Source: an optimization exercise on an open RTL-to-GDS flow (aim: small area, a short achievable clock period and few clock cycles per item). Production flows keep margins and buffers that such runs may drop.
In this exercise RTL edits were held to simulation tests only and were not proved equivalent to the original.

==> flow/design.v <==
module kernel_law (
    input  wire         clk,
    input  wire         rst,
    input  wire         start,
    input  wire [7:0]   y_fresh,
    input  wire [255:0] y,         
    input  wire [127:0] r,         
    input  wire [127:0] w,         
    input  wire [63:0]  u_min,     
    input  wire [63:0]  u_max,     
    output wire [9:0]   coef_addr,
    input  wire [31:0]  coef_data,
    output wire         ready,
    output reg          done,
    output wire [63:0]  idx,       
    output reg  [3:0]   limited,
    output reg          acc_sat,
    output reg          wrap_c,
    output reg          wrap_p,
    output reg  [3:0]   wrap_idx
);
    localparam PH_HDR = 3'd0, PH_EPS = 3'd1, PH_SC = 3'd2, PH_V = 3'd3,
               PH_PRED = 3'd4, PH_END = 3'd5, PH_IDLE = 3'd7;
    reg  [479:0] s;          
    reg  [479:0] s_c;        
    reg  [319:0] eps;        
    reg  [255:0] v;          
    reg  [255:0] y_l;
    reg  [127:0] r_l;
    reg  [127:0] w_l;
    reg  [63:0]  umin_l;
    reg  [63:0]  umax_l;
    reg  [7:0]   fresh_l;
    reg          fmt;        
    reg  [63:0]  idx_q;
    reg  [2:0] ph_a;
    reg  [3:0] row_a;
    reg  [4:0] col_a;
    reg  [3:0] nrows_a;
    reg  [4:0] ncols_a;
    always @* begin
        case (ph_a)
            PH_EPS:  begin nrows_a = 4'd8;  ncols_a = 5'd12; end
            PH_SC:   begin nrows_a = 4'd12; ncols_a = 5'd8;  end
            PH_V:    begin nrows_a = 4'd4;  ncols_a = 5'd20; end
            default: begin nrows_a = 4'd12; ncols_a = 5'd24; end
        endcase
    end
    reg [9:0] addr_a;
    always @* begin
        case (ph_a)
            PH_EPS: addr_a = 10'd16  + row_a * 10'd12 + col_a;
            PH_SC:  addr_a = 10'd112 + row_a * 10'd8  + col_a;
            PH_V: begin
                if (col_a < 5'd12)      addr_a = 10'd208 + row_a * 10'd12 + col_a;
                else if (col_a < 5'd16) addr_a = 10'd256 + row_a * 10'd4 + (col_a - 5'd12);
                else                    addr_a = 10'd272 + row_a * 10'd4 + (col_a - 5'd16);
            end
            PH_PRED: begin
                if (col_a < 5'd12)      addr_a = 10'd288 + row_a * 10'd12 + col_a;
                else if (col_a < 5'd16) addr_a = 10'd432 + row_a * 10'd4 + (col_a - 5'd12);
                else if (col_a < 5'd20) addr_a = 10'd480 + row_a * 10'd4 + (col_a - 5'd16);
                else                    addr_a = 10'd528 + row_a * 10'd4 + (col_a - 5'd20);
            end
            default: addr_a = 10'd0;     
        endcase
    end
    assign coef_addr = addr_a;
    assign ready     = (ph_a == PH_IDLE);
    wire last_col_a = (col_a == ncols_a - 5'd1);
    wire last_row_a = (row_a == nrows_a - 4'd1);
    wire issuing    = (ph_a >= PH_EPS) && (ph_a <= PH_PRED);
    reg        b_valid;
    reg  [2:0] b_ph;
    reg  [3:0] b_row;
    reg  [4:0] b_col;
    reg        b_last_col;
    reg        b_last_row;
    reg  [63:0] acc;
    reg         row_sat;     
    reg         any_sat;     
    reg         wrapped_c;
    reg         wrapped_p;
    reg  [3:0]  wrap_low;
    wire [63:0]  idx_n;
    wire [159:0] u_op;
    wire [3:0]   lim_n;
    genvar g;
    generate
        for (g = 0; g < 4; g = g + 1) begin : lim
            wire signed [63:0] vq   = v[64*g +: 64];
            wire signed [15:0] lo   = umin_l[16*g +: 16];
            wire signed [15:0] hi   = umax_l[16*g +: 16];
            wire signed [63:0] lo_w = {{15{lo[15]}}, lo, 33'd0};
            wire signed [63:0] hi_w = {{15{hi[15]}}, hi, 33'd0};
            wire signed [64:0] v_i  = {vq[63], vq} + 65'sd4294967296;    
            wire signed [64:0] v_u  = {vq[63], vq} + 65'sd65536;         
            wire over  = vq > hi_w;
            wire under = vq < lo_w;
            assign lim_n[g] = over | under;
            assign idx_n[16*g +: 16] = over ? hi : under ? lo : v_i[48:33];
            assign u_op[40*g +: 40]  = over  ? {{8{hi[15]}}, hi, 16'd0} :
                                       under ? {{8{lo[15]}}, lo, 16'd0} :
                                       v_u[56:17];
        end
    endgenerate
    reg [39:0] opnd;
    reg        neg;
    always @* begin
        opnd = 40'd0;
        neg  = 1'b0;
        case (b_ph)
            PH_EPS: begin opnd = s[40*b_col +: 40]; neg = 1'b1; end
            PH_SC:  opnd = eps[40*b_col[2:0] +: 40];
            PH_V: begin
                if (b_col < 5'd12) begin
                    opnd = s_c[40*b_col +: 40];
                    neg  = 1'b1;
                end else if (b_col < 5'd16)
                    opnd = {{8{r_l[32*(b_col-5'd12)+31]}}, r_l[32*(b_col-5'd12) +: 32]};
                else
                    opnd = {{8{w_l[32*(b_col-5'd16)+31]}}, w_l[32*(b_col-5'd16) +: 32]};
            end
            PH_PRED: begin
                if (b_col < 5'd12)      opnd = s_c[40*b_col +: 40];
                else if (b_col < 5'd16) opnd = u_op[40*(b_col-5'd12) +: 40];
                else if (b_col < 5'd20)
                    opnd = {{8{r_l[32*(b_col-5'd16)+31]}}, r_l[32*(b_col-5'd16) +: 32]};
                else
                    opnd = {{8{w_l[32*(b_col-5'd20)+31]}}, w_l[32*(b_col-5'd20) +: 32]};
            end
            default: ;
        endcase
    end
    reg [63:0] acc_init;
    always @* begin
        case (b_ph)
            PH_EPS:  acc_init = {{15{y_l[32*b_row[2:0]+31]}}, y_l[32*b_row[2:0] +: 32], 17'd0};
            PH_SC:   acc_init = {{7{s[40*b_row+39]}}, s[40*b_row +: 40], 17'd0};
            default: acc_init = 64'd0;
        endcase
    end
    wire signed [71:0] prod   = $signed(coef_data) * $signed(opnd);
    wire signed [71:0] prod_r = fmt ? ((prod + 72'sd64) >>> 7)
                                    : ((prod + 72'sd1024) >>> 11);
    wire signed [65:0] term   = prod_r[65:0];
    wire        first         = (b_col == 5'd0);
    wire signed [63:0] acc_in = first ? acc_init : acc;
    wire        sat_in        = first ? 1'b0 : row_sat;
    wire signed [65:0] acc_x  = {{2{acc_in[63]}}, acc_in};
    wire signed [65:0] sum    = neg ? acc_x - term : acc_x + term;
    wire        sum_hi        = sum > 66'sh0_7FFF_FFFF_FFFF_FFFF;
    wire        sum_lo        = sum < -66'sh0_8000_0000_0000_0000;
    wire [63:0] acc_next      = sat_in ? acc_in :
                                sum_hi ? 64'h7FFF_FFFF_FFFF_FFFF :
                                sum_lo ? 64'h8000_0000_0000_0000 :
                                sum[63:0];
    wire        sat_next      = sat_in | sum_hi | sum_lo;
    wire signed [64:0] nar    = ($signed({acc_next[63], acc_next}) + 65'sd65536) >>> 17;
    wire        nar_wrap      = nar[64:39] != {26{nar[39]}};
    wire [39:0] nar40         = nar[39:0];
    wire wr_row  = b_valid && b_last_col;
    wire end_now = (ph_a == PH_END) && !b_valid;
    generate
        for (g = 0; g < 12; g = g + 1) begin : st
            always @(posedge clk) begin
                if (rst)
                    s[40*g +: 40] <= 40'd0;
                else if (wr_row && b_ph == PH_PRED && b_row == g)
                    s[40*g +: 40] <= nar40;
                else if (end_now && wrapped_c)
                    s[40*g +: 40] <= s_c[40*g +: 40];
                if (wr_row && b_ph == PH_SC && b_row == g)
                    s_c[40*g +: 40] <= nar40;
            end
        end
        for (g = 0; g < 8; g = g + 1) begin : ep
            always @(posedge clk)
                if (wr_row && b_ph == PH_EPS && b_row == g)
                    eps[40*g +: 40] <= fresh_l[g] ? nar40 : 40'd0;
        end
        for (g = 0; g < 4; g = g + 1) begin : vo
            always @(posedge clk)
                if (wr_row && b_ph == PH_V && b_row == g)
                    v[64*g +: 64] <= acc_next;
        end
    endgenerate
    always @(posedge clk) begin
        done <= 1'b0;
        if (rst) begin
            ph_a     <= PH_IDLE;
            row_a    <= 4'd0;
            col_a    <= 5'd0;
            b_valid  <= 1'b0;
            b_ph     <= PH_IDLE;
            idx_q    <= 64'd0;
            limited  <= 4'd0;
            acc_sat  <= 1'b0;
            wrap_c   <= 1'b0;
            wrap_p   <= 1'b0;
            wrap_idx <= 4'hF;
        end else begin
            b_valid    <= issuing;
            b_ph       <= ph_a;
            b_row      <= row_a;
            b_col      <= col_a;
            b_last_col <= last_col_a;
            b_last_row <= last_row_a;
            case (ph_a)
                PH_IDLE: if (start) begin
                    y_l       <= y;
                    r_l       <= r;
                    w_l       <= w;
                    umin_l    <= u_min;
                    umax_l    <= u_max;
                    fresh_l   <= y_fresh;
                    ph_a      <= PH_HDR;
                    any_sat   <= 1'b0;
                    wrapped_c <= 1'b0;
                    wrapped_p <= 1'b0;
                    wrap_low  <= 4'hF;
                end
                PH_HDR: begin
                    ph_a  <= PH_EPS;
                    row_a <= 4'd0;
                    col_a <= 5'd0;
                end
                PH_EPS, PH_SC, PH_V, PH_PRED: begin
                    if (last_col_a) begin
                        col_a <= 5'd0;
                        if (last_row_a) begin
                            row_a <= 4'd0;
                            ph_a  <= (ph_a == PH_PRED) ? PH_END : ph_a + 3'd1;
                        end else
                            row_a <= row_a + 4'd1;
                    end else
                        col_a <= col_a + 5'd1;
                end
                default: ;
            endcase
            if (b_ph == PH_HDR)
                fmt <= coef_data[0];
            if (b_valid) begin
                acc     <= acc_next;
                row_sat <= sat_next;
                if (b_last_col) begin
                    if (!(b_ph == PH_EPS && !fresh_l[b_row[2:0]]))
                        any_sat <= any_sat | sat_next;
                    if (b_ph == PH_SC) begin
                        if (nar_wrap && !wrapped_c) begin
                            wrapped_c <= 1'b1;
                            wrap_low  <= b_row;
                        end
                        if (b_last_row && (wrapped_c || nar_wrap)) begin
                            ph_a    <= PH_END;
                            row_a   <= 4'd0;
                            col_a   <= 5'd0;
                            b_valid <= 1'b0;
                        end
                    end
                    if (b_ph == PH_PRED && nar_wrap && !wrapped_p) begin
                        wrapped_p <= 1'b1;
                        wrap_low  <= b_row;
                    end
                end
            end
            if (end_now) begin
                ph_a     <= PH_IDLE;
                done     <= 1'b1;
                acc_sat  <= any_sat;
                wrap_c   <= wrapped_c;
                wrap_p   <= wrapped_p;
                wrap_idx <= wrap_low;
                if (!wrapped_c) begin
                    idx_q   <= idx_n;
                    limited <= lim_n;
                end
            end
        end
    end
    assign idx = idx_q;
endmodule
==> flow/run.sh <==
#!/bin/bash
# synth_recipe.tcl (not shown) runs the flow's synth.tcl, then flattens the netlist and writes it again
# the make line also repeats each setting of config.mk as NAME=value (left out here)
make -C /OpenROAD-flow-scripts/flow DESIGN_CONFIG=/design/flow/config.mk WORK_HOME=/design/flow/orfs CLKGATE_MAP_FILE= SYNTH_SCRIPT=/design/flow/synth_recipe.tcl finish
==> flow/config.mk <==
export PLATFORM = sky130hd
export DESIGN_NAME = kernel_law
export DESIGN_NICKNAME = kernel_law
export VERILOG_FILES = /design/flow/design.v
export SDC_FILE = /design/flow/constraint.sdc
export NUM_CORES = 4
export LEC_CHECK = 0
export CAP_MARGIN = 20
export CELL_PAD_IN_SITES_DETAIL_PLACEMENT = 1
export CELL_PAD_IN_SITES_GLOBAL_PLACEMENT = 2
export CORE_MARGIN = 2
export CORE_UTILIZATION = 30
export PLACE_DENSITY = 0.5
export SLEW_MARGIN = 20
==> flow/constraint.sdc <==
create_clock -name core_clock -period 40.0 [get_ports {clk}]
set_input_delay 8.0000 -clock core_clock [delete_from_list [all_inputs] [get_ports {clk}]]
set_output_delay 8.0000 -clock core_clock [all_outputs]
set_load 0.01 [all_outputs]
==> run notes <==
## area by class of cell
type / count / area share (%)
tap: 7837 / 4.712
inverter: 1750 / 3.161
sequential: 2360 / 31.31
multi-input combinational: 12350 / 50.27
clock buffer: 413 / 4.059
antenna: 50 / 0.06013
timing repair buffer: 1329 / 5.772
clock inverter: 144 / 0.6572
## worst min-delay path, cell delays in order (launching register included)
cell	delay, ns
dfxtp_1	0.31
nand2_1	0.05
a21oi_1	0.05
## Yosys cell counts (202+ instances only)
cell type / instances / share of area (%)
edfxtp_1: 1788 / 30
clkbuf_1: 1034 / 2.2
inv_1: 1743 / 3.7
nand3_1: 283 / 0.79
and2_1: 811 / 2.8
xnor2_1: 329 / 1.6
xor2_1: 202 / 0.99
dfxtp_1: 572 / 6.4
ha_1: 596 / 4.2
a21oi_1: 1001 / 2.8
a211oi_1: 211 / 0.88
mux4_2: 588 / 7.4
nor2_1: 1089 / 2.3
o21ai_0: 648 / 1.8
a311oi_1: 267 / 1.3
nand2_1: 2579 / 5.4
fa_1: 1335 / 15
## state kept, by name, indices dropped and copies added, names as in the netlist, 8 cells and up
name     cells
acc         64
eps        320
fresh_l      8
idx_q       64
r_l        128
s          480
s_c        480
umax_l      64
umin_l      64
v          256
w_l        128
y_l        256
## placed cells by master (no fill, tap or decap), types with 114 or more instances in the layout
| master | synthesis | final |
|---|---|---|
| a221oi_1 | 114 | 114 |
| clkdlybuf4s50_1 | 0 | 754 |
| xnor2_1 | 329 | 301 |
| nand3_1 | 283 | 277 |
| mux2i_1 | 173 | 170 |
| mux4_2 | 588 | 588 |
| and2_1 | 811 | 810 |
| a21o_1 | 148 | 148 |
| buf_4 | 14 | 546 |
| edfxtp_1 | 1788 | 1788 |
| ha_1 | 596 | 592 |
| fa_1 | 1335 | 1335 |
| nand4_1 | 193 | 193 |
| clkbuf_16 | 0 | 312 |
| o21ai_0 | 648 | 623 |
| dfxtp_1 | 572 | 571 |
| xor2_1 | 202 | 190 |
| nand2_1 | 2579 | 2573 |
| nor2b_1 | 145 | 141 |
| nor3_1 | 199 | 190 |
| and3_1 | 201 | 199 |
| a311oi_1 | 267 | 267 |
| a211oi_1 | 211 | 208 |
| a21oi_1 | 1001 | 977 |
| nor2_1 | 1089 | 1059 |
| inv_1 | 1743 | 1740 |
## cells by family (layout without fill, tap and decap cells)
group                      after synthesis  count (layout)  share of synthesized area (%)
and+or+nand+nor                       5968            5968                          15.74
buffers and inverters                 2964            3636                          6.278
other                                    0              50                              0
AOI/OAI and AO/OA                     3097            3097                          11.22
adders and majority gates             1931            1931                          19.07
muxes                                  822             822                          8.741
xor gates and xnor gates               531             531                          2.595
DFF                                   2360            2360                          36.35
## routing by layer
metal	GRT usage [%]	up-vias	part of all wire (%)
met3	3.674	903	4.8
li1	-	62440	-
met4	8.569	54	3.4
met2	49.95	3748	48
met1	39.97	76610	44
met5	0	-	0.040
## how the worst max path moves through the flow
stage	startpoint	to	slack (ns)	depth (start not counted)
6_report	umax_l[15]$_DFFE_PP_	ph_a[2]$_SDFF_PP1_	7.99	85
5_1_grt	umax_l[15]$_DFFE_PP_	ph_a[2]$_SDFF_PP1_	6.48	88
4_1_cts	umax_l[15]$_DFFE_PP_	ph_a[2]$_SDFF_PP1_	8.06	88
3_5_place_dp	coef_data[3]	ph_a[2]$_SDFF_PP1_	7.84	68
3_3_place_gp	umax_l[15]$_DFFE_PP_	ph_a[2]$_SDFF_PP1_	7.82	88
2_1_floorplan	rst	fresh_l[0]$_DFFE_PP_	2.76	5
## through the flow
| stage | hold slack (ns) | worst slack (ns) | cell area [um2] | instances |
|---|---|---|---|---|
| after global placement | 0.4432 | 7.822 | 198000 | 25620 |
| final | 0.4593 | 7.986 | 208100 | 26230 |
| after floorplan | 0.4500 | 2.760 | 179200 | 17670 |
| after CTS | 0.4642 | 8.055 | 207900 | 26180 |
| after detailed placement | 0.4550 | 7.836 | 198100 | 25620 |
| after global routing | 0.4851 | 6.481 | 208000 | 26190 |
==> summary.md <==
| Metric | Value |
|---|---|
| Resize count post-CTS | 0 |
| Vias in the first global route | around 150k |
| Std cell rows | 283 |
| Area of the multi-input gates | 104,600 um2 |
| Post-CTS Setup Bufs | 0 |
| CTS max path bufs | 4 |
| H-tree lvl count | 5 |
| Total congestion overflow | 0 |
| Skew-Pair Late Insertion Delay | 1.04 ns |
| TritonCTS clock tree | yes |
| CP startpoint kind | register |
| Relative slew slack | 15.91% |
| Initial Utilization | between 30% and 40% |
| CP Buf/Inv Count | 10 |
| Initial drt markers | between 10,000 and 15,000 |
| I/O Buffers | 769 |
| Max cap viols | 0 |
| HPWL after detailed placement | 677,800 um |
| Number of buffers created by CTS | roughly 310 |
| Fin. Hold Viols | 0 |
| Syn-to-layout area delta | 16.12% |
| Clk sinks | about 2,400 |
| Worst-case reg-to-reg path depth | 85 |
| Hold depth | 2 |
| Critical Path AT | 32.89 ns |
| Mean area per synthesized cell | 10.14 um2 |
| Largest net degree at the start of global routing | between 150 and 200 |
| Initial antenna violation count | 160 |
| Sequential cell area | roughly 65,000 um2 |
| Max-slew violations | 0 |
| FFs w/ async S/R, synth | 0% |
| Worst Path Required | 40.88 ns |
| Gpl congestion | 0.9170 |
| Final min period | 32.01 ns |
| Post-synthesis sequential area ratio | between 30% and 40% |
| Yosys warning count | 1 |
| Routed len/inst | 34.71 um |
| Clock Skew | 0.1118 ns |
| Min-delay src | idx_q[29]$_SDFFE_PP0P_ |
| Worst min path class | register to register |
| Synth unique cells | around 120 |
| Die area | 603,500 um2 |
| First-pass GRT wire length | 1,264,000 um |
| Core area | just under 600,000 um2 |
| Share of layout cells above drive strength 1 | 10.97% |
| Clock transition at the registers of the reported paths | approximately 0.060 ns |
| Reg2Reg Setup Slack | 7.99 ns |
| DRC | 0 |
| NumNets Final | 20,710 |
| Antenna viol nets, final | 0 |
| Post-synthesis cell area | 179,200 um2 |
| Hold_buf cts | 0 |
| Post-synthesis register bit count | around 2,400 |
| RSZ-0062 raised after global routing | false |
| FF-to-FF End | ph_a[2]$_SDFF_PP1_ |
| Fillers | 65,810 |
| Setup TNS | 0 ns |
| Drt pass-1 iters | 6 |
| Setup CP Type | register to register |
| Die width | 776.9 um |
| Ports | slightly below 800 |
| Main synth FF type | edfxtp_1 |
| Clock Tree Root | clkbuf_16 |
| Total GRT Usage | ~30% |
| Worst-Margin Slew | between 1 and 1.5 ns |
| Syn nets | slightly above 20,000 |
| Worst path most repeated cell | inv_1 |
| WL final | 910,600 um |
| F_max | between 30 and 40 MHz |
| Post-synth EDFFs | 1,788 |
| Via count | 143,800 |
| Status | timing/DRC/antenna clean |
| CP max stage delay | approximately 1.1 ns |
| Slowest-stage cell, CP | o21ai_0 |
| Final setup viols | 0 |
| Worst R2R Start | umax_l[15]$_DFFE_PP_ |
| Critical path endpoint category | register |
| Fin util | a little over a third |
| Post-route clock period utilization | 80.03% |
| Hold Path Sink | idx_q[29]$_SDFFE_PP0P_ |
| Vias/cell | 5.480 |
| CP max FO | 40 |
| Die Y | ~780 um |
| Top Family by Delay on Critical Path | simple AND/OR/NAND/NOR gates |
| Synth Instances | 17,670 |
Testbench counts, summed over its fixed seeds: cycles 135,360, samples 240.

separate check: timing with driven ports:
The results above use ideal ports. As a check the final layout listed here was re-extracted and re-timed, cells and wires unchanged.
Step 1: set_driving_cell puts a clkbuf_16 on clk and a buf_2 on each other input, an assumption about the parent block.
Step 2 moves the port delays by t, midway between the first and last clock arrival at a register: inputs arrive t later, outputs are due t later. That takes back most of the time a late clock gives input paths.
Three values: ideal, step 1, step 2; two values: the first two.
shift t [ns]: 1.113
slack for setup (ns): 7.986 / 7.986 / 7.986
latest minus earliest clock arrival (ns): 0.112 / 0.112
cell pins on the clock port's net: 1
After both steps setup and hold are still met in this run. The setup slack of this run moves by 0.000 ns with the drivers and by 0.000 ns with both steps.
